From an optimization exercise on the open Yosys and OpenROAD flow, aimed at small area, a short achievable clock period and few clock cycles per item; shortcuts taken in it are not production practice. The RTL was checked by simulation tests, not by an equivalence proof against the original design.

$ cat flow/flow/run.sh
#!/bin/bash
# The standard layout (the standard.sh: ORFS synthesis to finish, unchanged
# SDC), with optimisation settings passed to ORFS:
#  - SETUP_SLACK_MARGIN: repair_timing aims for this much setup slack against
#    the design's clock, so the critical paths get sized and buffered;
#  - BUFFER_PORTS_ARGS: every input and output port still gets its own buffer,
#    a buf_1 instead of the default cell;
#  - CTS_ARGS: larger sink clusters and no dummy loads in the clock tree.
# All tool output goes to flow_make.log in this folder (ORFS's per-step logs
# stay under orfs/logs).
set -euo pipefail
bash standard.sh \
    SETUP_SLACK_MARGIN=38.8 \
    "BUFFER_PORTS_ARGS=-buffer_cell sky130_fd_sc_hd__buf_1" \
    "CTS_ARGS=-sink_clustering_enable -repair_clock_nets -dont_use_dummy_load -sink_clustering_size 26 -sink_clustering_max_diameter 70" \
    finish > flow_make.log 2>&1
$ cat flow/standard.sh
#!/bin/bash
# synth_recipe.tcl (not shown) runs the flow's synth.tcl, then flattens the netlist and writes it again
# the make line also repeats each setting of config.mk as NAME=value (left out here)
make -C /OpenROAD-flow-scripts/flow DESIGN_CONFIG=/design/flow/config.mk WORK_HOME=/design/flow/orfs CLKGATE_MAP_FILE= SYNTH_SCRIPT=/design/flow/synth_recipe.tcl "${@:-finish}"
$ cat flow/config.mk
export PLATFORM = sky130hd
export DESIGN_NAME = comp_merge
export DESIGN_NICKNAME = comp_merge
export VERILOG_FILES = /design/flow/design.v
export SDC_FILE = /design/flow/constraint.sdc
export NUM_CORES = 4
export LEC_CHECK = 0
export CAP_MARGIN = 20
export CORE_MARGIN = 2
export CORE_UTILIZATION = 60
export SLEW_MARGIN = 20
$ cat flow/constraint.sdc
create_clock -name core_clock -period 50.0 [get_ports {clk}]
set_input_delay 10.0000 -clock core_clock [delete_from_list [all_inputs] [get_ports {clk}]]
set_output_delay 10.0000 -clock core_clock [all_outputs]
set_load 0.01 [all_outputs]
$ cat flow/design.v
module comp_merge (
    input  wire         clk,
    input  wire         rst,            
    input  wire [23:0]  cfg_order,      
    input  wire [3:0]   cfg_spr_pos,    
    input  wire [63:0]  cfg_alpha,      
    input  wire [35:0]  cfg_bg,         
    input  wire         in_valid,
    output wire         in_ready,
    input  wire [8:0]   in_vis,         
    input  wire [17:0]  in_prio,        
    input  wire [71:0]  in_alpha,       
    input  wire [323:0] in_col,         
    output reg          out_valid,
    output wire [35:0]  out_col
);
    integer i, j, k;
    reg [2:0] slot_d [0:7];
    always @(*) begin
        for (i = 0; i < 8; i = i + 1) begin
            slot_d[i] = 3'd0;
            for (k = 0; k < 8; k = k + 1)
                slot_d[i] = slot_d[i] | ({3{cfg_order[3*k +: 3] == i[2:0]}} & k[2:0]);
        end
    end
    reg [2:0]  slot_q [0:7];
    reg [3:0]  spr_q;
    reg [63:0] palpha_q;
    always @(posedge clk) begin
        for (i = 0; i < 8; i = i + 1)
            slot_q[i] <= slot_d[i];
        spr_q    <= cfg_spr_pos;
        palpha_q <= cfg_alpha;
    end
    reg [8:0] below [0:8];
    reg [2:0] sa, sb;
    always @(*) begin
        for (i = 0; i < 9; i = i + 1)
            below[i] = 9'd0;
        for (i = 0; i < 8; i = i + 1) begin
            for (j = i + 1; j < 8; j = j + 1) begin
                sa = slot_q[i];
                sb = slot_q[j];
                below[i][j] = (~sa[2] & sb[2]) |
                              (~(sa[2] ^ sb[2]) & ((~sa[1] & sb[1]) |
                                                   (~(sa[1] ^ sb[1]) & ~sa[0] & sb[0])));
            end
            sa = slot_q[i];
            below[i][8] = spr_q[3] |
                          (~sa[2] & spr_q[2]) |
                          (~(sa[2] ^ spr_q[2]) & ((~sa[1] & spr_q[1]) |
                                                  (~(sa[1] ^ spr_q[1]) & ~sa[0] & spr_q[0])));
        end
    end
    reg         t_valid;                
    reg         s_valid, s_first, ready;
    reg [8:0]   s_vis;
    reg [17:0]  s_prio;
    reg [71:0]  s_alpha;
    reg [323:0] s_col;
    reg [8:0]   pend;
    assign in_ready = ready;
    wire [7:0] pa [0:8];                
    genvar g;
    generate
        for (g = 0; g < 8; g = g + 1) begin : g_pa
            assign pa[g] = palpha_q[8*g +: 8];
        end
    endgenerate
    assign pa[8] = 8'd255;
    reg [8:0] lt [0:8];
    reg [8:0] opq, skip;
    reg       pi1, pi0, pj1, pj0;
    always @(*) begin
        for (i = 0; i < 9; i = i + 1) begin
            opq[i]  = s_vis[i] & (&s_alpha[8*i +: 8]) & (&pa[i]);
            skip[i] = ~(|s_alpha[8*i +: 8]) | ~(|pa[i]);
            lt[i][i] = 1'b0;
        end
        for (i = 0; i < 9; i = i + 1)
            for (j = i + 1; j < 9; j = j + 1) begin
                pi1 = s_prio[2*i+1];  pi0 = s_prio[2*i];
                pj1 = s_prio[2*j+1];  pj0 = s_prio[2*j];
                lt[i][j] = (~pi1 & pj1) | (~(pi1 ^ pj1) & ~pi0 & pj0) |
                           (~(pi1 ^ pj1) & ~(pi0 ^ pj0) & below[i][j]);
                lt[j][i] = ~lt[i][j];
            end
    end
    reg [8:0] top, active;
    reg       above;
    always @(*) begin
        for (i = 0; i < 9; i = i + 1) begin
            above = 1'b1;               
            for (j = 0; j < 9; j = j + 1)
                if (j != i && opq[j] && !lt[j][i]) above = 1'b0;
            top[i]    = opq[i] & above;
            active[i] = s_vis[i] & ~skip[i] & ~opq[i] & above;
        end
    end
    wire [8:0] pend_eff = s_first ? active : pend;
    reg  [8:0] sel;
    always @(*) begin
        for (i = 0; i < 9; i = i + 1) begin
            sel[i] = pend_eff[i];
            for (j = 0; j < 9; j = j + 1)
                if (j != i && pend_eff[j] && !lt[i][j]) sel[i] = 1'b0;
        end
    end
    wire last = ((pend_eff & (pend_eff - 9'd1)) == 9'd0);
    reg [35:0] d0_top, p_col;
    reg [7:0]  p_alpha, p_pa;
    always @(*) begin
        d0_top  = 36'd0;
        p_col   = 36'd0;
        p_alpha = 8'd0;
        p_pa    = 8'd0;
        for (i = 0; i < 9; i = i + 1) begin
            d0_top  = d0_top  | ({36{top[i]}} & s_col[36*i +: 36]);
            p_col   = p_col   | ({36{sel[i]}} & s_col[36*i +: 36]);
            p_alpha = p_alpha | ({8{sel[i]}}  & s_alpha[8*i +: 8]);
            p_pa    = p_pa    | ({8{sel[i]}}  & pa[i]);
        end
    end
    wire [35:0] d0 = (|top) ? d0_top : cfg_bg;
    wire [15:0] av  = p_alpha * p_pa + 16'd127;
    wire [16:0] aw  = av + {8'd0, av[15:8]} + 17'd1;
    wire [7:0]  a1  = aw[15:8];
    integer   ii, jj;
    reg [8:0] ilt [0:8];                
    reg [8:0] iopq, ix, iabove, ixabove;
    reg       qi1, qi0, qj1, qj0;
    always @(*) begin
        for (ii = 0; ii < 9; ii = ii + 1) begin
            iopq[ii] = in_vis[ii] & (&in_alpha[8*ii +: 8]) & (&pa[ii]);
            ix[ii]   = in_vis[ii] & (|in_alpha[8*ii +: 8]) & (|pa[ii]) & ~iopq[ii];
            ilt[ii][ii] = 1'b0;
        end
        for (ii = 0; ii < 9; ii = ii + 1)
            for (jj = ii + 1; jj < 9; jj = jj + 1) begin
                qi1 = in_prio[2*ii+1];  qi0 = in_prio[2*ii];
                qj1 = in_prio[2*jj+1];  qj0 = in_prio[2*jj];
                ilt[ii][jj] = (~qi1 & qj1) | (~(qi1 ^ qj1) & ~qi0 & qj0) |
                              (~(qi1 ^ qj1) & ~(qi0 ^ qj0) & below[ii][jj]);
                ilt[jj][ii] = ~ilt[ii][jj];
            end
        for (ii = 0; ii < 9; ii = ii + 1) begin
            iabove[ii]  = 1'b1;         
            ixabove[ii] = 1'b0;         
            for (jj = 0; jj < 9; jj = jj + 1)
                if (jj != ii) begin
                    iabove[ii]  = iabove[ii]  & (~iopq[jj] | ilt[jj][ii]);
                    ixabove[ii] = ixabove[ii] | (ix[jj] & ilt[ii][jj]);
                end
        end
    end
    wire in_flight = s_valid | t_valid;
    wire in_one    = in_flight & ~(|(ix & iabove & ixabove));
    wire [8:0] pend_next = pend_eff & ~sel;
    wire       one_left  = ((pend_next & (pend_next - 9'd1)) == 9'd0);
    always @(posedge clk) begin
        if (rst) begin
            s_valid <= 1'b0;
            ready   <= 1'b1;
        end else if (ready) begin
            s_valid <= in_valid;
            ready   <= ~in_valid | in_one;
        end else begin
            s_valid <= ~last;
            ready   <= last | one_left;
        end
        if (ready) begin
            s_first <= 1'b1;
            s_vis <= in_vis; s_prio <= in_prio; s_alpha <= in_alpha; s_col <= in_col;
        end else begin
            s_first <= 1'b0;
            pend    <= pend_next;
        end
    end
    reg        t_start, t_last;
    reg [7:0]  t_a;
    reg [35:0] t_col, t_d0;
    always @(posedge clk) begin
        if (rst) t_valid <= 1'b0;
        else     t_valid <= s_valid;
        t_start <= s_first;
        t_last  <= last;
        t_a     <= a1;
        t_col   <= p_col;
        t_d0    <= d0;
    end
    reg  [35:0] dst;
    wire [35:0] d_in = t_start ? t_d0 : dst;
    wire [35:0] d_new;
    generate
        for (g = 0; g < 3; g = g + 1) begin : g_ch
            wire [11:0] c  = t_col[12*g +: 12];
            wire [11:0] d  = d_in[12*g +: 12];
            wire [12:0] e  = {1'b0, c} - {1'b0, d};           
            wire [20:0] u  = t_a * e[11:0] - {1'b0, t_a & {8{e[12]}}, 12'd0} + 21'd1044607;
            wire [29:0] s  = {u, 8'd0} + u + u[20:8] + 30'd256 + {d, 16'd0};
            assign d_new[12*g +: 12] = s[27:16];
        end
    endgenerate
    always @(posedge clk) begin
        if (rst) out_valid <= 1'b0;
        else     out_valid <= t_valid & t_last;
        dst <= d_new;                   
    end
    assign out_col = dst;
endmodule
==> reports/results.tsv, run 1 <==
stage	metric	value	unit
synthesis	Mapped Cells	4696	
detailed_routing	# DRC	0	
synthesis	Mapped Area	49300	um^2
critical_path	Crit path buffers/inverters	3	
global_routing	GRT met2 Usage	61.3	%
final_layout	fillers	6447	
placement	PortBufs	588	
clocking	Clock Pin Slew Worst Setup and Hold Paths	100	ps
global_routing	pin count of the biggest net entering global routing	155	
synthesis	#FFs+latches synth	647	
clocking	CTS max path bufs	3	
detailed_routing	Pre-antenna DRT Iters	14	
timing	Final Hold Viols	0	
synthesis	Post-synth EDFFs	432	
final_layout	commonest non-fill, non-tap cell in the layout	ha_1	
synthesis	sequential fraction of the synthesis area	35.0	%
clocking	Clock H-tree levels	2	
synthesis	Mapped Nets	6133	
critical_path	Cell Chain, Critical Path	buf_6 -> nor4_2 -> nand2_1 -> nand4_1 -> inv_2 -> a22o_1 -> a221oi_2 -> nand3_1 -> and3_4 -> a21oi_4 -> o21ai_2 -> o31ai_4 -> buf_6 -> a21oi_2 -> a31oi_1	
critical_path	crit-path max cell delay	310	ps
clocking	CTS Buf Count	42	
timing	setup TNS	0	ps
synthesis	synth warn	6	
critical_path	Crit Path Max Fanout	4	
critical_path	Worst Setup Path Type	input port to flip-flop	
floorplanning	num rows	105	
detailed_routing	initial DRC count	6520	
synthesis	synth top area cells	edfxtp_1 26%, ha_1 15%, fa_1 12%, dfxtp_1 8.7%, inv_1 4.3%	
timing	Final Max Slew Viols	0	
synthesis	Yosys cell types	103	
synthesis	post-synthesis async set-or-reset flop share	0	%
global_routing	GR peak layer	met2	
critical_path	Worst setup EP type	flip-flop	
detailed_routing	total number of vias	42500	
floorplanning	Initial Util	60.4	%
clocking	CTS tree	done	
detailed_routing	via/cell ratio	6.65	
final_layout	nets	6731	
clocking	clock latency on the worst-skew pair	640	ps
timing	Rel. slew slack	25.9	%
floorplanning	Die X	291	um
critical_path	Worst EP required	50550	ps
placement	DP HPWL	134000	um
final_layout	commonest cells after routing, fill and taps aside	593 x ha_1, 541 x inv_1, 502 x buf_1	
status	status	finished clean	
floorplanning	DIE HEIGHT	291	um
timing	Clock Skews	136	ps
final_layout	fraction of layout cells with a size suffix above 1	10.4	%
global_routing	initial antenna violation count	36	
synthesis	Top FF cell, synth	edfxtp_1	
timing	Slew @ Worst Pin	1110	ps
worst_hold_path	Hold Crit Class	flip-flop to flip-flop	
placement	pre-CTS setup slack	36580	ps
floorplanning	core area	81700	um^2
global_routing	GRT overflow	0	
clocking	total clock sinks	647	
global_routing	GR met1 Demand/Resource	55.1	%
critical_path	slowest CP cell	nor4_2	
timing	fin worst setup slack	38140	ps
global_routing	first-pass GRT wire length	260000	um
critical_path	most used cell, CP	buf_6	
clocking	root buf cell	clkbuf_16	
synthesis	syn avg cell area	10.5	um^2
timing	Final Cycle Share	23.7	%
final_layout	register area	17300	um^2
floorplanning	io pins	592	
final_layout	final core occ	68.4	%
final_layout	area of the multi-input gates	30400	um^2
critical_path	crit start category	input port	
synthesis	post-synth top area share	26.3	%
final_layout	P&R area growth vs syn	13.3	%
detailed_routing	Antenna Nets Post-Route	0	
synthesis	cell accounting for the most synthesized area	edfxtp_1	
global_routing	number of global-route vias before repair	41400	
job	MaxCap Viol Count	0	
detailed_routing	per-cell routed wire length	27.9	um
timing	Final min period	11860	ps
detailed_routing	drt total wl	178000	um
critical_path	Data arrival, critical path	12400	ps
placement	RD Place Congestion	1.06	
floorplanning	die area	84500	um^2
global_routing	met3 usage	11.9	%
timing	max frequency	84.3	MHz
critical_path	family with the most delay on the worst path	compound AO/OA/AOI/OAI gates	
timing	Setup-failing EPs final	0	
timing	RSZ-0062 raised after global routing	true	
global_routing	Global Route Usage Sum	41.1	%
## final cells by class
type | count | share of cell area (%)
diodes | 25 | 0.112
clock buffers | 42 | 1.88
inverters | 567 | 3.84
multi-input cells | 3321 | 54.4
flip-flops and latches | 647 | 30.9
well taps | 1070 | 2.40
repair buffers | 715 | 6.46
## timing repair
action,CTS,global route
hold buffers,0,0
setup buffers,46,31
pin swaps,39,63
gates cloned,1,0
endpoints found under the setup margin,33,34
gates resized for setup,217,219
## cells in the mapped netlist (all sizes together) (94+ instances only)
cell	count
clkbuf	122
ha	595
o21ai	122
xnor2	94
nand2	366
nand3	103
nor2	212
fa	288
inv	567
and2	134
a21oi	148
a222oi	178
edfxtp	432
dfxtp	215
## path summary, 6_finish.rpt
kind         cells past startpoint         start  slack [ps]         to
max reg2reg                     34  slot_q[0][2]       39200     t_a[7]
max                             15  in_alpha[21]       38140      ready
min                              2    s_col[124]         520  t_col[16]
min reg2reg                      2    s_col[124]         520  t_col[16]
## flip-flops by register name, indices dropped and copies added, names as in the netlist
name       cells
s_col        324
s_alpha       72
palpha_q      64
dst           36
t_col         36
t_d0          36
slot_q        24
s_prio        18
pend           9
s_vis          9
t_a            8
spr_q          4
out_valid      1
ready          1
s_first        1
s_valid        1
t_last         1
t_start        1
t_valid        1
## worst register-to-register path, delay by kind of cell, from the launching register on
| kind | cells | cell delay [ps] |
|---|---|---|
| xor gates and xnor gates | 2 | 320 |
| adders and majority gates | 7 | 3080 |
| and+or+nand+nor | 5 | 1470 |
| buffers and inverters | 6 | 1190 |
| AOI/OAI and AO/OA | 14 | 4270 |
| DFF | 1 | 290 |
## through the flow
step	std cells	hold slack, ps	area (um^2)
after floorplan	4696	395	49400
after global routing	6378	527	55900
final	6387	522	55900
after global placement	6242	448	52700
after detailed placement	6242	464	52700
after CTS	6331	518	54800
## logic make-up after synthesis
family | synth area share [%]
AO/OA/AOI/OAI | 16.1
XOR/XNOR | 2.42
multiplexers | 0.738
buffers and inverters | 5.63
flip-flops | 35.0
adder cells (fa/ha/maj) | 27.0
AND/OR/NAND/NOR | 13.1
## per-layer routing
layer  up-vias  routed length, um
met1     20400              67600
li1      18600                  -
met4        26              10700
met2      2919              76200
met3       604              23500
met5         -                167
Testbench counts, summed over its fixed seeds: cycles 34,842, pixels 20,480.
==> run 2, diff against run 1 <==
--- a/flow/design.v
+++ b/flow/design.v
@@ -55,3 +55,3 @@
     reg         t_valid;                
-    reg         s_valid, s_first, ready;
+    reg         s_valid, s_first;
     reg [8:0]   s_vis;
@@ -61,2 +61,4 @@
     reg [8:0]   pend;
+    reg         r_base, r_acc, r_lo, r_hi;
+    wire        ready = r_base | (r_acc & ~r_lo & ~r_hi);
     assign in_ready = ready;
@@ -155,4 +157,4 @@
     end
-    wire in_flight = s_valid | t_valid;
-    wire in_one    = in_flight & ~(|(ix & iabove & ixabove));
+    wire       in_flight = s_valid | t_valid;
+    wire [8:0] in_two    = ix & iabove & ixabove;
     wire [8:0] pend_next = pend_eff & ~sel;
@@ -162,10 +164,15 @@
             s_valid <= 1'b0;
-            ready   <= 1'b1;
+            r_base  <= 1'b1;
+            r_acc   <= 1'b0;
         end else if (ready) begin
             s_valid <= in_valid;
-            ready   <= ~in_valid | in_one;
+            r_base  <= ~in_valid;
+            r_acc   <= in_valid & in_flight;
         end else begin
             s_valid <= ~last;
-            ready   <= last | one_left;
-        end
+            r_base  <= last | one_left;
+            r_acc   <= 1'b0;
+        end
+        r_lo <= |in_two[4:0];
+        r_hi <= |in_two[8:5];
         if (ready) begin
--- a/flow/flow/run.sh
+++ b/flow/flow/run.sh
@@ -12,3 +12,3 @@
 bash standard.sh \
-    SETUP_SLACK_MARGIN=38.8 \
+    SETUP_SLACK_MARGIN=38.7 \
     "BUFFER_PORTS_ARGS=-buffer_cell sky130_fd_sc_hd__buf_1" \
--- a/flow/config.mk
+++ b/flow/config.mk
@@ -9,3 +9,3 @@
 export CORE_MARGIN = 2
-export CORE_UTILIZATION = 60
+export CORE_UTILIZATION = 68
 export SLEW_MARGIN = 20
==> run 2 against run 1 <==
Net effect:
- largest cell class unchanged
- utilization is 8.2 points higher
- die area decreased by 11%
==> reports/results.tsv, run 2 <==
stage	metric	value	unit
synthesis	post-synthesis async set-or-reset flop share	0	%
global_routing	first-pass GRT wire length	264000	um
synthesis	#FFs+latches synth	650	
worst_hold_path	Hold Crit Class	flip-flop to flip-flop	
timing	final hold slack	463	ps
placement	RD Place Congestion	1.03	
critical_path	Worst Setup Path Type	input port to flip-flop	
synthesis	cell accounting for the most synthesized area	edfxtp_1	
synthesis	post-synth top area share	26.1	%
critical_path	Crit Path Max Fanout	3	
detailed_routing	# DRC	0	
detailed_routing	Pre-antenna DRT Iters	14	
final_layout	flip-flop count of the largest register after layout	324	
synthesis	synth top area cells	edfxtp_1 26%, ha_1 15%, fa_1 12%, dfxtp_1 8.8%, inv_1 4.2%	
synthesis	synth cell count leaders	595 x ha_1, 554 x inv_1, 432 x edfxtp_1	
detailed_routing	per-cell routed wire length	29.2	um
floorplanning	num rows	99	
global_routing	number of global-route vias before repair	43600	
final_layout	fraction of layout cells with a size suffix above 1	7.67	%
final_layout	P&R area growth vs syn	12.0	%
synthesis	Yosys cell types	103	
synthesis	largest family of logic cells by synthesized area	adder cells	
placement	PortBufs	588	
global_routing	Global Route Usage Sum	47.3	%
synthesis	Mapped Cells	4712	
floorplanning	Die X	274	um
timing	Final min period	11560	ps
placement	DP HPWL	136000	um
timing	Slew @ Worst Pin	1290	ps
synthesis	post-synthesis mux area share	0.733	%
detailed_routing	initial DRC count	7842	
floorplanning	core area	72600	um^2
job	MaxCap Viol Count	0	
timing	RSZ-0062 raised after global routing	true	
detailed_routing	via/cell ratio	7.07	
floorplanning	io pins	592	
final_layout	final core occ	76.6	%
clocking	CTS Buf Count	40	
detailed_routing	total number of vias	44600	
timing	Clock Skews	112	ps
clocking	Clock H-tree levels	2	
clocking	Clock Pin Slew Worst Setup and Hold Paths	60	ps
final_layout	Largest Register	s_col	
synthesis	XOR/XNOR share of the synthesized area	2.49	%
timing	setup TNS	0	ps
synthesis	syn avg cell area	10.5	um^2
synthesis	Mapped Area	49700	um^2
timing	Final Max Slew Viols	0	
critical_path	crit start category	input port	
clocking	CTS tree	done	
timing	Final Cycle Share	23.1	%
clocking	post-cts hold buffer count	0	
detailed_routing	drt total wl	184000	um
timing	Setup-failing EPs final	0	
timing	Rel. slew slack	14.3	%
synthesis	sequential fraction of the synthesis area	34.9	%
final_layout	commonest cells after routing, fill and taps aside	595 x ha_1, 548 x inv_1, 544 x buf_1	
synthesis	Mapped Nets	6149	
synthesis	Post-Synth Adder-Cell Area	27.2	%
floorplanning	Initial Util	68.4	%
clocking	clock latency on the worst-skew pair	630	ps
synthesis	Post-synth EDFFs	432	
timing	max frequency	86.5	MHz
critical_path	Worst setup EP type	flip-flop	
timing	Final Hold Viols	0	
synthesis	Simple-Gate Fraction of Synth Area	13.6	%
clocking	total clock sinks	650	
critical_path	Data arrival, critical path	11970	ps
global_routing	pin count of the biggest net entering global routing	183	
global_routing	initial antenna violation count	27	
synthesis	most frequent cell after synthesis	ha_1	
final_layout	Top Registers	s_col: 324 flops, s_alpha: 72 flops, palpha_q: 64 flops	
clocking	root buf cell	clkbuf_16	
floorplanning	DIE HEIGHT	274	um
critical_path	Worst EP required	50410	ps
synthesis	synth warn	6	
final_layout	nets	6756	
global_routing	GRT overflow	0	
floorplanning	die area	75200	um^2
synthesis	Compound-Gate Fraction of Synth Area	15.7	%
final_layout	fillers	4720	
final_layout	commonest non-fill, non-tap cell in the layout	ha_1	
status	status	finished clean	
synthesis	Top FF cell, synth	edfxtp_1	
clocking	CTS max path bufs	3	
detailed_routing	Antenna Nets Post-Route	0	
-- run 2: kinds of logic (layout without fill, tap and decap cells) --
logic type / Yosys count / after routing
other: 0 / 27
adder cells (fa/ha/maj): 913 / 913
AO/OA/AOI/OAI: 1009 / 1009
XOR/XNOR: 141 / 141
AND/OR/NAND/NOR: 1262 / 1262
multiplexers: 36 / 36
flip-flops: 650 / 650
buffers and inverters: 701 / 1306
-- run 2: worst max-delay path, stage by stage --
cell and delay [ps]:
buf_8 80, nand4_1 160, nor4_4 290, nand4_1 200
nand4_1 260, o22ai_1 140, a221o_1 290, nor3_2 140
nor4_2 60, a31oi_1 220, nand3_1 150
-- run 2: path summary, 6_finish.rpt --
check | depth (start not counted) | to | slack [ps] | startpoint
worst max-delay path | 11 | r_lo | 38440 | in_alpha[44]
worst min-delay path | 2 | out_valid | 460 | t_last
worst max register to register | 50 | dst[35] | 38850 | t_start
worst min register to register | 2 | out_valid | 460 | t_last
-- run 2: per-layer routing --
layer  part of all wire (%)  global-route usage [%]
met4                    7.6                    28.3
met2                     43                    71.2
met3                     15                    16.0
met1                     34                    59.1
met5                  0.024                       0
-- run 2: repair_timing --
| action | in CTS | in global routing |
|---|---|---|
| setup buffers | 36 | 37 |
| pin swaps | 39 | 50 |
| cloned | 0 | 1 |
| endpoints found under the setup margin | 20 | 28 |
| gates resized for setup | 130 | 133 |
-- run 2: metrics by stage --
step / area (um^2) / cells / setup WS (ps)
after floorplan: 49700 / 4712 / 34590
after global placement: 52900 / 6160 / 37030
after detailed placement: 52900 / 6160 / 37080
after CTS: 54700 / 6236 / 38520
after global routing: 55600 / 6296 / 38290
final: 55600 / 6303 / 38440
-- run 2: area by class of cell --
| cell class | instances | area [um^2] | share of cell area (%) |
|---|---|---|---|
| multi-input combinational | 3361 | 30500 | 54.9 |
| sequential | 650 | 17300 | 31.2 |
| timing repair buffer | 709 | 3390 | 6.10 |
| inverter | 557 | 2090 | 3.77 |
| tap | 959 | 1200 | 2.16 |
| clock buffer | 40 | 1000 | 1.80 |
| antenna | 27 | 67.6 | 0.121 |
Testbench counts of run 2, summed over its fixed seeds: cycles 34,842, pixels 20,480.

==> separate check: timing with driven ports <==
The results above use ideal ports. As a check the final layouts listed here were re-extracted and re-timed, cells and wires unchanged.
Step 1 assumes that a clkbuf_16 drives the clock port and a buf_2 every other input.
Step 2 moves the port delays by t, midway between the first and last clock arrival at a register: inputs arrive t later, outputs are due t later. That takes back most of the time a late clock gives input paths.
Three values: ideal ports, drivers, drivers and shift; two values: the first two.
run	t (ns)	setup WS [ns]	worst setup path at the end
run 1	0.650	38.143 / 38.169 / 37.519	input to register
run 2	0.652	38.440 / 38.395 / 37.743	input to register
After both steps setup and hold are still met in every run listed. The setup slack of run 2, which loses most, moves by -0.045 ns with the drivers and by -0.697 ns with both steps.
